What follows belongs to an exercise in optimizing a design on an open flow for small area; a production flow would make more cautious choices.
In this exercise RTL edits were held to simulation tests only and were not proved equivalent to the original.
No activity file was given, so power comes from the tool's default toggle rates.

## mi_decim
module mi_decim (
    input  wire        clk,
    input  wire        rst,
    input  wire        en,
    input  wire        align,
    input  wire        invert,
    input  wire        mod_tick,
    input  wire        mod_dat,
    input  wire [4:0]  guard_count,
    input  wire        guard_hi_en,
    input  wire        guard_lo_en,
    input  wire [23:0] guard_hi,
    input  wire [23:0] guard_lo,
    input  wire        ovr_clr,
    output reg         swift_valid,    
    output wire [31:0] swift_word,
    output reg         control_valid,    
    output wire [31:0] control_word,
    output reg         quiet_valid,    
    output wire [31:0] quiet_word,
    output reg         record_valid,    
    output wire [31:0] record_word,
    output reg         stat_ovr,
    output reg         ovr_sticky,
    output reg         guard_hi_live,
    output reg         guard_lo_live
);
Size in the first run: ~0.011 mm2 of cells after synthesis.
==> flow/config.mk <==
export PLATFORM = sky130hd
export DESIGN_NAME = mi_decim
export DESIGN_NICKNAME = mi_decim
export VERILOG_FILES = /design/flow/design.v
export SDC_FILE = /design/flow/constraint.sdc
export NUM_CORES = 4
export LEC_CHECK = 0
export ABC_CLOCK_PERIOD_IN_PS = 15000
export CAP_MARGIN = 20
export CORE_MARGIN = 2
export CORE_UTILIZATION = 40
export SLEW_MARGIN = 20
==> flow/constraint.sdc <==
create_clock -name core_clock -period 40.0 [get_ports {clk}]
set_input_delay 8.0000 -clock core_clock [delete_from_list [all_inputs] [get_ports {clk}]]
set_output_delay 8.0000 -clock core_clock [all_outputs]
set_load 0.01 [all_outputs]
standard.sh (not shown) runs the stock make flow with config.mk's settings and CLKGATE_MAP_FILE= SYNTH_SCRIPT=/design/flow/synth_recipe.tcl, a recipe that flattens the netlist after the stock synthesis.
==> flow/flow/run.sh <==
#!/bin/bash
# The standard layout (standard.sh), with three changes:
# - the combinational logic of the standard synthesis is mapped again for
#   area by ABC (deepsyn, then amap) in Yosys; the flip-flops are kept as
#   they are (same instances, names and cells), only the gates between them
#   change;
# - each port is buffered by a buf_1 instead of the resizer's default pick;
# - clock tree: clkbuf_4 buffers, clusters of at most 10 sinks within 40 um,
#   no dummy loads.
# Each tool's output goes to a log of its own here: standard_synth.log,
# prep.log, resynth.log, check.log, standard.log (the tools' own logs of the
# standard steps are under orfs/logs).
set -euo pipefail
ARGS=("BUFFER_PORTS_ARGS=-buffer_cell sky130_fd_sc_hd__buf_1"
      "CTS_ARGS=-sink_clustering_enable -repair_clock_nets -dont_use_dummy_load -buf_list sky130_fd_sc_hd__clkbuf_4 -sink_clustering_size 10 -sink_clustering_max_diameter 60")
RES=$PWD/orfs/results/$FLOW_PLATFORM/mi_decim/base
LIB=$FLOW_HOME/platforms/$FLOW_PLATFORM/lib/sky130_fd_sc_hd__tt_025C_1v80.lib
YOSYS=$(command -v yosys || echo "$FLOW_HOME/../tools/install/yosys/bin/yosys")

# 1. the standard synthesis, up to its netlist
bash standard.sh "${ARGS[@]}" "$RES/1_2_yosys.v" > standard_synth.log 2>&1
cp "$RES/1_2_yosys.v" standard_netlist.v

# 2. the library without the platform's don't-use cells, its combinational
#    cells as Verilog, and the netlist with its flip-flops as Yosys cells
{
  python3 flow/filter_lib.py "$LIB" use.lib 'sky130_fd_sc_hd__(lpflow_.*|probe_p_8|probec_p_8)'
  python3 flow/genmodels.py use.lib comb_models.v
  python3 flow/ff2int.py standard_netlist.v netlist_int.v
} > prep.log 2>&1

# 3. map the gates again
cat > resynth.ys <<EOT
read_liberty -lib use.lib
read_verilog -overwrite comb_models.v
read_verilog -icells netlist_int.v
hierarchy -check -top $FLOW_TOP
flatten
simplemap
opt_clean -purge
abc -liberty use.lib -script flow/area.abc
read_liberty -lib -overwrite use.lib
opt_clean -purge
hilomap -singleton -hicell sky130_fd_sc_hd__conb_1 HI -locell sky130_fd_sc_hd__conb_1 LO
splitnets
insbuf -buf sky130_fd_sc_hd__buf_4 A X
opt_clean -purge
check -assert
write_verilog -noattr -noexpr -nohex -nodec resynth_int.v
EOT
"$YOSYS" -s resynth.ys > resynth.log 2>&1
python3 flow/int2ff.py resynth_int.v resynth.v >> prep.log 2>&1

# 4. check the new netlist: mapped, and the same flip-flops as the standard one
cat > check.ys <<EOT
read_liberty -lib use.lib
read_verilog resynth.v
hierarchy -check -top $FLOW_TOP
check -assert -mapped
stat -liberty use.lib
EOT
"$YOSYS" -s check.ys > check.log 2>&1
python3 - >> check.log 2>&1 <<'EOT'
import re, sys
def flops(f):
    v = open(f).read()
    return sorted((t, n.strip()) for t, n in
                  re.findall(r'^\s*(sky130_fd_sc_hd__\w*df\w*)\s+(\S+\s?)\s*\(', v, re.M))
a, b = flops('standard_netlist.v'), flops('resynth.v')
print('flip-flops: standard', len(a), 'resynthesized', len(b), 'same' if a == b else 'DIFFERENT')
sys.exit(0 if a == b else 1)
EOT
cp resynth.v "$RES/1_2_yosys.v"

# 5. the rest of the standard layout
bash standard.sh "${ARGS[@]}" finish > standard.log 2>&1
==> flow/flow/area.abc <==
strash
&get -n
&deepsyn -J 200 -T 900
&put
dch -f
amap
topo
Other scripts of this flow, unchanged in this note and not shown: flow/flow/ff2int.py, flow/flow/filter_lib.py, flow/flow/genmodels.py, flow/flow/int2ff.py
Next try:
--- a/flow/flow/run.sh
+++ b/flow/flow/run.sh
@@ -8 +8 @@
-# - clock tree: clkbuf_4 buffers, clusters of at most 10 sinks within 40 um,
+# - clock tree: clkbuf_4 buffers, clusters of at most 10 sinks within 60 um,
==> flow/flow/area.abc (replaced) <==
strash
&get -n
&deepsyn -J 800 -T 1800
&put
dch -f
amap
strash
dch -f
amap
topo
After rerunning: Synthesized area barely changes; sequential share of layout area goes up by 0.38 points; clock-buffer cell count drops by 2; via count stays flat; worst setup slack gets better by 2.1 ns; sequential power hardly moves; synthesized cell count climbs by about 1.2%; global-route usage rises by 0.80 points; total power shrinks by 2.3%.
Next try:
--- a/flow/flow/run.sh
+++ b/flow/flow/run.sh
@@ -8 +8 @@
-# - clock tree: clkbuf_4 buffers, clusters of at most 10 sinks within 60 um,
+# - clock tree: clkbuf_4 buffers, clusters of at most 10 sinks within 40 um,
@@ -15 +15 @@
-      "CTS_ARGS=-sink_clustering_enable -repair_clock_nets -dont_use_dummy_load -buf_list sky130_fd_sc_hd__clkbuf_4 -sink_clustering_size 10 -sink_clustering_max_diameter 60")
+      "CTS_ARGS=-sink_clustering_enable -repair_clock_nets -dont_use_dummy_load -buf_list sky130_fd_sc_hd__clkbuf_4 -sink_clustering_size 10 -sink_clustering_max_diameter 40")
Sequential cell count stays the same. Non-clock buffer count stays the same. Sequential power barely changes. Combinational power barely changes. Setup slack loses 0.080 ns. Synthesized cell count is unchanged. Core utilization rose by 0.21 points. Sequential share of layout area fell by 0.27 points. Via count hardly moves. First-iteration DRC count fell by 3.9%. Synthesized area stays the same.
Next try:
==> flow/flow/area.abc (replaced) <==
strash
&get -n
&deepsyn -J 200 -T 900
&put
dch -f
amap
topo
After rerunning: Design area is higher by 0.48%; clock skew is higher by 0.048 ns; routed wire length is lower by 4.8%; clock-buffer cell count is lower by 1; power is higher by 1.4%; clock power is about the same; final cell count barely changes; synthesized area is about the same; global-route usage is lower by 1.0 points; critical path depth is higher by 10.

-- what the ideal ports hide --
The results above use ideal ports. As a check the final layouts listed here were re-extracted and re-timed, cells and wires unchanged. Step 1, drivers: a clkbuf_16 drives clk and a buf_2 each remaining input, both assumed. Step 2 also shifts input and output timing later by t, the mid clock arrival at the registers, as if the neighbouring blocks saw the same clock. Three values: ideal, step 1, step 2; two values: the first two.
| run | t (ns) | slack for setup (ns) | hold WS [ns] | worst setup path after step 2 |
|---|---|---|---|---|
| the first run | 0.670 | 12.973 / 13.000 / 12.330 | 0.378 / 0.378 / 0.378 | input to register |
| the second run | 0.666 | 15.051 / 15.076 / 14.410 | 0.373 / 0.373 / 0.373 | input to register |
| the third run | 0.652 | 14.971 / 14.993 / 14.341 | 0.367 / 0.367 / 0.367 | input to register |
| the fourth run | 0.663 | 13.157 / 13.180 / 12.517 | 0.368 / 0.368 / 0.368 | input to register |
After both steps every run listed still meets setup and hold. For the first run, which loses most, drivers alone change the setup slack by +0.027 ns; drivers and shift together by -0.643 ns.
